This is an optimization exercise on Yosys and OpenROAD, whose aim is small area, a short achievable clock period and few clock cycles per item, not a production implementation. In this exercise RTL edits were held to simulation tests only and were not proved equivalent to the original. Power is estimated from default activity; no workload was simulated.

===== design/flow/config.mk =====
export PLATFORM = sky130hd
export DESIGN_NAME = dge_sha512
export DESIGN_NICKNAME = dge_sha512
export VERILOG_FILES = /design/flow/design.v
export SDC_FILE = /design/flow/constraint.sdc
export NUM_CORES = 8
export LEC_CHECK = 0
export CAP_MARGIN = 20
export CORE_MARGIN = 2
export CORE_UTILIZATION = 30
export SLEW_MARGIN = 20
export SYNTH_MEMORY_MAX_BITS = 8192

===== design/flow/constraint.sdc =====
create_clock -name core_clock -period 13.0 [get_ports {clk}]
set_input_delay 2.6000 -clock core_clock [delete_from_list [all_inputs] [get_ports {clk}]]
set_output_delay 2.6000 -clock core_clock [all_outputs]
set_load 0.01 [all_outputs]

===== design/flow/design.v =====
module dge_sha512 (
    input  wire         clk,
    input  wire         rst,             
    input  wire         start,
    input  wire [7:0]   alg,             
    input  wire         resume,
    input  wire [511:0] resume_h,        
    input  wire [63:0]  resume_count,    
    input  wire         abort,
    input  wire         in_valid,
    output wire         in_ready,
    input  wire [63:0]  in_data,
    input  wire         in_last,
    input  wire [3:0]   in_nbytes,
    output wire         busy,
    output reg          done,
    output reg          err,
    output wire [511:0] digest
);
    localparam [2:0] S_IDLE = 3'd0,
                     S_LOAD = 3'd1,
                     S_COMP = 3'd2,
                     S_ADD  = 3'd3,
                     S_PAD  = 3'd4;
    localparam [7:0] ALG_SHA384 = 8'h02,
                     ALG_SHA512 = 8'h03;
    reg [2:0]  state;
    reg        is384;        
    reg [3:0]  beat;         
    reg [63:0] count;        
    reg        fin;          
    reg        pad_blk;      
    reg        pad_80;       
    reg [6:0]  rnd;
    reg [63:0] h0, h1, h2, h3, h4, h5, h6, h7;
    reg [63:0] a, b, c, d, e, f, g, h;
    reg [63:0] w [0:15];
    integer i;
    reg [63:0] k;
    always @(*) begin
        case (rnd)
            7'd0:  k = 64'h428a2f98d728ae22; 7'd1:  k = 64'h7137449123ef65cd;
            7'd2:  k = 64'hb5c0fbcfec4d3b2f; 7'd3:  k = 64'he9b5dba58189dbbc;
            7'd4:  k = 64'h3956c25bf348b538; 7'd5:  k = 64'h59f111f1b605d019;
            7'd6:  k = 64'h923f82a4af194f9b; 7'd7:  k = 64'hab1c5ed5da6d8118;
            7'd8:  k = 64'hd807aa98a3030242; 7'd9:  k = 64'h12835b0145706fbe;
            7'd10: k = 64'h243185be4ee4b28c; 7'd11: k = 64'h550c7dc3d5ffb4e2;
            7'd12: k = 64'h72be5d74f27b896f; 7'd13: k = 64'h80deb1fe3b1696b1;
            7'd14: k = 64'h9bdc06a725c71235; 7'd15: k = 64'hc19bf174cf692694;
            7'd16: k = 64'he49b69c19ef14ad2; 7'd17: k = 64'hefbe4786384f25e3;
            7'd18: k = 64'h0fc19dc68b8cd5b5; 7'd19: k = 64'h240ca1cc77ac9c65;
            7'd20: k = 64'h2de92c6f592b0275; 7'd21: k = 64'h4a7484aa6ea6e483;
            7'd22: k = 64'h5cb0a9dcbd41fbd4; 7'd23: k = 64'h76f988da831153b5;
            7'd24: k = 64'h983e5152ee66dfab; 7'd25: k = 64'ha831c66d2db43210;
            7'd26: k = 64'hb00327c898fb213f; 7'd27: k = 64'hbf597fc7beef0ee4;
            7'd28: k = 64'hc6e00bf33da88fc2; 7'd29: k = 64'hd5a79147930aa725;
            7'd30: k = 64'h06ca6351e003826f; 7'd31: k = 64'h142929670a0e6e70;
            7'd32: k = 64'h27b70a8546d22ffc; 7'd33: k = 64'h2e1b21385c26c926;
            7'd34: k = 64'h4d2c6dfc5ac42aed; 7'd35: k = 64'h53380d139d95b3df;
            7'd36: k = 64'h650a73548baf63de; 7'd37: k = 64'h766a0abb3c77b2a8;
            7'd38: k = 64'h81c2c92e47edaee6; 7'd39: k = 64'h92722c851482353b;
            7'd40: k = 64'ha2bfe8a14cf10364; 7'd41: k = 64'ha81a664bbc423001;
            7'd42: k = 64'hc24b8b70d0f89791; 7'd43: k = 64'hc76c51a30654be30;
            7'd44: k = 64'hd192e819d6ef5218; 7'd45: k = 64'hd69906245565a910;
            7'd46: k = 64'hf40e35855771202a; 7'd47: k = 64'h106aa07032bbd1b8;
            7'd48: k = 64'h19a4c116b8d2d0c8; 7'd49: k = 64'h1e376c085141ab53;
            7'd50: k = 64'h2748774cdf8eeb99; 7'd51: k = 64'h34b0bcb5e19b48a8;
            7'd52: k = 64'h391c0cb3c5c95a63; 7'd53: k = 64'h4ed8aa4ae3418acb;
            7'd54: k = 64'h5b9cca4f7763e373; 7'd55: k = 64'h682e6ff3d6b2b8a3;
            7'd56: k = 64'h748f82ee5defb2fc; 7'd57: k = 64'h78a5636f43172f60;
            7'd58: k = 64'h84c87814a1f0ab72; 7'd59: k = 64'h8cc702081a6439ec;
            7'd60: k = 64'h90befffa23631e28; 7'd61: k = 64'ha4506cebde82bde9;
            7'd62: k = 64'hbef9a3f7b2c67915; 7'd63: k = 64'hc67178f2e372532b;
            7'd64: k = 64'hca273eceea26619c; 7'd65: k = 64'hd186b8c721c0c207;
            7'd66: k = 64'heada7dd6cde0eb1e; 7'd67: k = 64'hf57d4f7fee6ed178;
            7'd68: k = 64'h06f067aa72176fba; 7'd69: k = 64'h0a637dc5a2c898a6;
            7'd70: k = 64'h113f9804bef90dae; 7'd71: k = 64'h1b710b35131c471b;
            7'd72: k = 64'h28db77f523047d84; 7'd73: k = 64'h32caab7b40c72493;
            7'd74: k = 64'h3c9ebe0a15c9bebc; 7'd75: k = 64'h431d67c49c100d4c;
            7'd76: k = 64'h4cc5d4becb3e42b6; 7'd77: k = 64'h597f299cfc657e2a;
            7'd78: k = 64'h5fcb6fab3ad6faec; default: k = 64'h6c44198c4a475817;
        endcase
    end
    wire [63:0] big_s0 = {a[27:0], a[63:28]} ^ {a[33:0], a[63:34]} ^ {a[38:0], a[63:39]};
    wire [63:0] big_s1 = {e[13:0], e[63:14]} ^ {e[17:0], e[63:18]} ^ {e[40:0], e[63:41]};
    wire [63:0] ch     = (e & f) ^ (~e & g);
    wire [63:0] maj    = (a & b) ^ (a & c) ^ (b & c);
    wire [63:0] t1     = h + big_s1 + ch + k + w[0];
    wire [63:0] t2     = big_s0 + maj;
    wire [63:0] w1  = w[1];
    wire [63:0] w14 = w[14];
    wire [63:0] sm_s0 = {w1[0], w1[63:1]} ^ {w1[7:0], w1[63:8]} ^ {7'd0, w1[63:7]};
    wire [63:0] sm_s1 = {w14[18:0], w14[63:19]} ^ {w14[60:0], w14[63:61]} ^ {6'd0, w14[63:6]};
    wire [63:0] w_new = sm_s1 + w[9] + sm_s0 + w[0];
    function [63:0] bswap64;
        input [63:0] x;
        integer j;
        begin
            for (j = 0; j < 8; j = j + 1)
                bswap64[63-8*j -: 8] = x[8*j +: 8];
        end
    endfunction
    wire         last_ok   = (in_nbytes <= 4'd8);
    wire [63:0]  total     = count + {60'd0, in_nbytes};
    wire [127:0] bit_len   = {61'd0, total, 3'b000};
    wire [127:0] bit_len_c = {61'd0, count, 3'b000};
    wire [7:0]   mark_pos  = {1'b0, beat, 3'b000} + {4'd0, in_nbytes};
    wire         len_fits  = (mark_pos <= 8'd111);
    wire         alg_ok    = (alg == ALG_SHA384) || (alg == ALG_SHA512);
    reg [63:0] last_beat;    
    always @(*) begin
        last_beat = 64'd0;
        for (i = 0; i < 8; i = i + 1) begin
            if (i < in_nbytes)
                last_beat[8*i +: 8] = in_data[8*i +: 8];
            else if (i == in_nbytes)
                last_beat[8*i +: 8] = 8'h80;
        end
    end
    assign busy     = (state != S_IDLE);
    assign in_ready = (state == S_LOAD);
    wire [511:0] h_cat = {h0, h1, h2, h3, h4, h5, h6, h7};
    genvar gi;
    generate
        for (gi = 0; gi < 64; gi = gi + 1) begin : g_dig
            if (gi < 48) begin : g_lo
                assign digest[8*gi +: 8] = (done && !err) ? h_cat[511-8*gi -: 8] : 8'd0;
            end else begin : g_hi
                assign digest[8*gi +: 8] = (done && !err && !is384) ? h_cat[511-8*gi -: 8] : 8'd0;
            end
        end
    endgenerate
    wire [511:0] rh;         
    generate
        for (gi = 0; gi < 64; gi = gi + 1) begin : g_rh
            assign rh[511-8*gi -: 8] = resume_h[8*gi +: 8];
        end
    endgenerate
    always @(posedge clk) begin
        if (rst) begin
            state   <= S_IDLE;
            done    <= 1'b0;
            err     <= 1'b0;
            beat    <= 4'd0;
            fin     <= 1'b0;
            pad_blk <= 1'b0;
            pad_80  <= 1'b0;
            rnd     <= 7'd0;
        end else if (abort) begin
            state   <= S_IDLE;
            done    <= 1'b0;
            err     <= 1'b0;
        end else begin
            case (state)
            S_IDLE: begin
                if (start) begin
                    done <= 1'b0;
                    err  <= 1'b0;
                    if (!alg_ok || (resume && resume_count[6:0] != 7'd0)) begin
                        done <= 1'b1;
                        err  <= 1'b1;
                    end else begin
                        is384 <= (alg == ALG_SHA384);
                        if (resume) begin
                            {h0, h1, h2, h3, h4, h5, h6, h7} <= rh;
                            count <= resume_count;
                        end else if (alg == ALG_SHA384) begin
                            h0 <= 64'hcbbb9d5dc1059ed8; h1 <= 64'h629a292a367cd507;
                            h2 <= 64'h9159015a3070dd17; h3 <= 64'h152fecd8f70e5939;
                            h4 <= 64'h67332667ffc00b31; h5 <= 64'h8eb44a8768581511;
                            h6 <= 64'hdb0c2e0d64f98fa7; h7 <= 64'h47b5481dbefa4fa4;
                            count <= 64'd0;
                        end else begin
                            h0 <= 64'h6a09e667f3bcc908; h1 <= 64'hbb67ae8584caa73b;
                            h2 <= 64'h3c6ef372fe94f82b; h3 <= 64'ha54ff53a5f1d36f1;
                            h4 <= 64'h510e527fade682d1; h5 <= 64'h9b05688c2b3e6c1f;
                            h6 <= 64'h1f83d9abfb41bd6b; h7 <= 64'h5be0cd19137e2179;
                            count <= 64'd0;
                        end
                        beat    <= 4'd0;
                        fin     <= 1'b0;
                        pad_blk <= 1'b0;
                        pad_80  <= 1'b0;
                        state   <= S_LOAD;
                    end
                end
            end
            S_LOAD: begin
                if (in_valid) begin
                    if (!in_last) begin
                        for (i = 0; i < 16; i = i + 1)
                            if (i == beat)
                                w[i] <= bswap64(in_data);
                        count <= count + 64'd8;
                        beat  <= beat + 4'd1;
                        if (beat == 4'd15) begin
                            state <= S_COMP;
                            rnd   <= 7'd0;
                            {a, b, c, d, e, f, g, h} <= {h0, h1, h2, h3, h4, h5, h6, h7};
                        end
                    end else if (!last_ok) begin
                        state <= S_IDLE;
                        done  <= 1'b1;
                        err   <= 1'b1;
                    end else begin
                        for (i = 0; i < 16; i = i + 1) begin
                            if (i == beat)
                                w[i] <= bswap64(last_beat);
                            else if (i > beat)
                                w[i] <= (in_nbytes == 4'd8 && i == beat + 1) ?
                                        {8'h80, 56'd0} : 64'd0;
                        end
                        if (len_fits)
                            {w[14], w[15]} <= bit_len;
                        count   <= total;
                        fin     <= 1'b1;
                        pad_blk <= !len_fits;
                        pad_80  <= (mark_pos == 8'd128);
                        state   <= S_COMP;
                        rnd     <= 7'd0;
                        {a, b, c, d, e, f, g, h} <= {h0, h1, h2, h3, h4, h5, h6, h7};
                    end
                end
            end
            S_COMP: begin
                h <= g;
                g <= f;
                f <= e;
                e <= d + t1;
                d <= c;
                c <= b;
                b <= a;
                a <= t1 + t2;
                for (i = 0; i < 15; i = i + 1)
                    w[i] <= w[i+1];
                w[15] <= w_new;
                rnd <= rnd + 7'd1;
                if (rnd == 7'd79)
                    state <= S_ADD;
            end
            S_ADD: begin
                h0 <= h0 + a; h1 <= h1 + b; h2 <= h2 + c; h3 <= h3 + d;
                h4 <= h4 + e; h5 <= h5 + f; h6 <= h6 + g; h7 <= h7 + h;
                if (!fin) begin
                    beat  <= 4'd0;
                    state <= S_LOAD;
                end else if (pad_blk) begin
                    state <= S_PAD;
                end else begin
                    state <= S_IDLE;
                    done  <= 1'b1;
                end
            end
            S_PAD: begin
                for (i = 0; i < 14; i = i + 1)
                    w[i] <= 64'd0;
                if (pad_80)
                    w[0] <= {8'h80, 56'd0};
                {w[14], w[15]} <= bit_len_c;
                pad_blk <= 1'b0;
                fin     <= 1'b1;
                state   <= S_COMP;
                rnd     <= 7'd0;
                {a, b, c, d, e, f, g, h} <= {h0, h1, h2, h3, h4, h5, h6, h7};
            end
            default: state <= S_IDLE;
            endcase
        end
    end
endmodule

===== design/flow/run.sh =====
#!/bin/bash
# synth_recipe.tcl (not shown) runs the flow's synth.tcl, then flattens the netlist and writes it again
# the make line also repeats each setting of config.mk as NAME=value (left out here)
make -C /OpenROAD-flow-scripts/flow DESIGN_CONFIG=/design/flow/config.mk WORK_HOME=/design/flow/orfs CLKGATE_MAP_FILE= SYNTH_SCRIPT=/design/flow/synth_recipe.tcl finish

==> impl_metrics.tcl <==
set metrics [dict create \
    rsz0062_at_grt "no" \
    crit_slowest_cell "o31ai_1" \
    port_buffers 1174 \
    yosys.cell_count.top_type "nand2_1" \
    internal_power_mw 12.7 \
    first_pass_iters 8 \
    r2r_slack_ns 2.81 \
    muxShareOfSynthArea_pct 0.632 \
    ys_types 120 \
    gr-usage-all-layers_pct 34.5 \
    outcome "finished clean" \
    drt_iter0_drc 26400 \
    grt_pass1_wl_um 1360000 \
    grt-busiest-layer "met2" \
    seq_power_share_pct 45.7 \
    start_util_pct 30.1 \
    max_stage_delay_ns 0.68 \
    synthFlopType "edfxtp_1" \
    ys_seq_elements 2196 \
    tightest_slew_ns 1.40 \
    grt_max_degree 256 \
    clock-skew-final_ns 0.0739 \
    synth_area_leaders "edfxtp_1 (38%), o21ai_0 (6.1%), ha_1 (5.9%), nand2_1 (5.8%), a21oi_1 (4.9%)" \
    p_per_area_nw_per_um2 86.2 \
    worst_setup_path_end_kind "flop" \
    synth_common_cells "nand2_1 (2601), edfxtp_1 (2113), o21ai_0 (2050)" \
    core_area_um2 557000 \
    ys_async_sr_fraction_pct 0 \
    die_h_um 752 \
    peakVddDrop_mv 0.113 \
    slew_headroom_pct 6.81 \
    vias 163000 \
    nNetsFinal 20900 \
    synthCells 18700 \
    synth_fp_nets 20500 \
    cts_hold_buf 0 \
    wl_um 1030000 \
    p_leak_nw 73.6 \
    synth.top_cell.area_share_pct 37.8 \
    timing.rr.end "a[60]" \
    postCtsSetupBuffers 0 \
    route.detailed.drc 0 \
    tns_ns 0 \
    r2r_start "e[44]" \
    top_register "w" \
    numClockSinks 2196 \
    clk_pin_slew_worst_paths_ns 0.06 \
    yosysSeqAreaShare_pct 38.8 \
    dp_hpwl_um 797000 \
    syn_to_final_growth_pct 16.8 \
    drive_gt1_share_pct 5.59 \
    worstHoldEndpoint "w[7][18]" \
    synth_top_area_cell "edfxtp_1" \
    io_pins 1175 \
    clkPwrFrac_pct 47.7 \
    synth_compound_area_share_pct 23.3 \
    p_comb_share_pct 6.6 \
    cts_tree "built" \
    hold_depth 2 \
    period_share_pct 78.4 \
    drv_cap 0 \
    power_mw 16.9 \
    cts_max_path_buffers 4 \
    clock_latency_ns 1.01 \
    switching_share_pct 25.1 \
    cts_resized 0 \
    viasPerCell 6.09 \
    antenna_found_initial 134 \
    dieArea_um2 566000 \
    rows 274 \
    synth_fa_ha_area_share_pct 10.8 \
    setup_viol 0 \
    r2r_cells 32 \
    crit_fanout 6 \
    hold_class "flop to flop" \
    max_freq_mhz 98.2 \
    critical_path_required_ns 13.83 \
    path_common_cell "fa_1" \
    grt_pass1_vias 151000 \
    synth-simple-area-share_pct 14.7 \
    avgSynthCellArea_um2 8.99 \
    largest_reg_flops 1024 \
    ant_nets 0 \
    grt_util_met2_pct 51.0 \
    dp_cells 26200 \
    die_w_um 752 \
    start_kind "flop" \
    synth-xor-area-share_pct 6.80 \
    routabilityCongestion 1.03 \
    period_minus_slack_ns 10.19 \
    crit_type "flop to flop" \
    worst_ep_arrival_time_ns 11.02 \
    syn-cell-area_um2 168000 \
    wl_per_cell_um 38.3 \
    synth-warning-count 2 \
    grt_overflow 0 \
    synth_top_family_by_area "compound AO/OA/AOI/OAI gates" \
    hold_viol 0 \
    use_met3_pct 10.0 \
    p_switching_mw 4.24 \
    synth_edf_count 2113 \
    min_from "w[8][18]" \
    layoutNonFillerInstCount 26800 \
    cts_buffers 283 \
    htreeDepth 5 \
    cts_root_buffer "clkbuf_16" \
    slew_violations 0 \
    use_met1_pct 44.4 \
]
## per-stage QoR
stage	area (um^2)	hold slack (ns)	utilization [%]	setup slack, ns
4_1_cts	196000	0.494	35.2	2.81
6_report	196000	0.503	35.2	2.81
5_1_grt	196000	0.516	35.2	2.27
3_5_place_dp	187000	0.462	33.5	2.87
3_3_place_gp	187000	0.459	33.5	2.78
2_1_floorplan	168000	0.422	-	0.811
## layout by cell type (no fill, tap or decap), types with 334 or more instances in the layout
master and n:
nor2_1 685, edfxtp_1 2113, buf_4 334, ha_1 787, a21oi_1 1642, nand3_1 402
fa_1 390, o21ai_0 2047, nand2_1 2585, a21o_1 549, inv_1 730, and2_1 566
a22o_1 537, xor2_1 438, xnor2_1 857, clkdlybuf4s50_1 1172
## power groups by stage
stage | clock network (mW) | registers, mW | logic (mW)
after floorplan | 0 | 7.88 | 0.463
after global placement | 0 | 7.88 | 1.07
after detailed placement | 0 | 7.88 | 1.08
after CTS | 8.11 | 7.73 | 1.09
after global routing | 8.34 | 7.73 | 1.16
final | 8.07 | 7.73 | 1.12
## cells by family (layout without fill, tap and decap cells)
family                     count (synthesis)  after routing
AOI/OAI and AO/OA                       6285           6285
DFF                                     2196           2196
buffers and inverters                   2208           2776
muxes                                     98             98
other                                      0             64
xor gates and xnor gates                1305           1305
and+or+nand+nor                         5364           5364
adders and majority gates               1224           1224
## worst max-delay path by stage
stage / start / slack (ns) / endpoint / depth (start not counted)
floorplan: alg[5] / 0.81 / h0[0] / 5
global placement: e[44] / 2.78 / a[62] / 32
detailed placement: e[44] / 2.87 / a[60] / 32
CTS: e[44] / 2.81 / a[60] / 32
global route: e[44] / 2.27 / a[62] / 32
finish: e[44] / 2.81 / a[60] / 32
## final cells by class
class	instances	area [um^2]
Antenna cell	64	160
Clock buffer	336	7390
Clock inverter	166	1660
Fill cell	57600	361000
Inverter	741	2790
Multi-Input combinational cell	14300	95100
Sequential cell	2196	65100
Tap cell	7452	9320
Timing Repair Buffer	1533	14800
## critical path: cells and delay by family (launching register included)
family	cells	cell delay, ns
buffers and inverters	3	0.25
xor gates and xnor gates	3	0.97
AOI/OAI and AO/OA	11	3.13
and+or+nand+nor	9	2.61
DFF	1	0.55
adders and majority gates	6	2.49
## metal layers
metal | routed length (um) | share of wire (%)
met1 | 399000 | 39
met2 | 430000 | 42
met3 | 119000 | 12
met4 | 77800 | 7.6
met5 | 574 | 0.056
Testbench counts, summed over its fixed seeds: cycles 61,990, bytes 57,574.

[re-timing with driven ports]
In the flow no input, the clock included, has a driving cell. The finished layout below was timed again as built, in two steps.
Step 1 (the two cells are an assumption about what drives the block):
set clk [get_ports {clk}]
set_driving_cell -lib_cell sky130_fd_sc_hd__clkbuf_16 $clk
set_driving_cell -lib_cell sky130_fd_sc_hd__buf_2 [delete_from_list [all_inputs] $clk]
Step 2, shift: input delay + t, output delay - t, t = (earliest + latest rising clock arrival at the registers) / 2. This alone moves slack from input paths to output paths.
a / b / c = ideal / step 1 / step 2; a / b = the first two.
t, ns: 1.107
setup slack, ns: 2.812 / 2.812 / 2.812
hold WS [ns]: 0.503 / 0.503 / 0.503
worst setup path after step 2: register to register
worst slew at a driven data input, ns: 0.43
After both steps setup and hold are still met in this run. For this run, drivers alone change the setup slack by 0.000 ns; drivers and shift together by 0.000 ns.
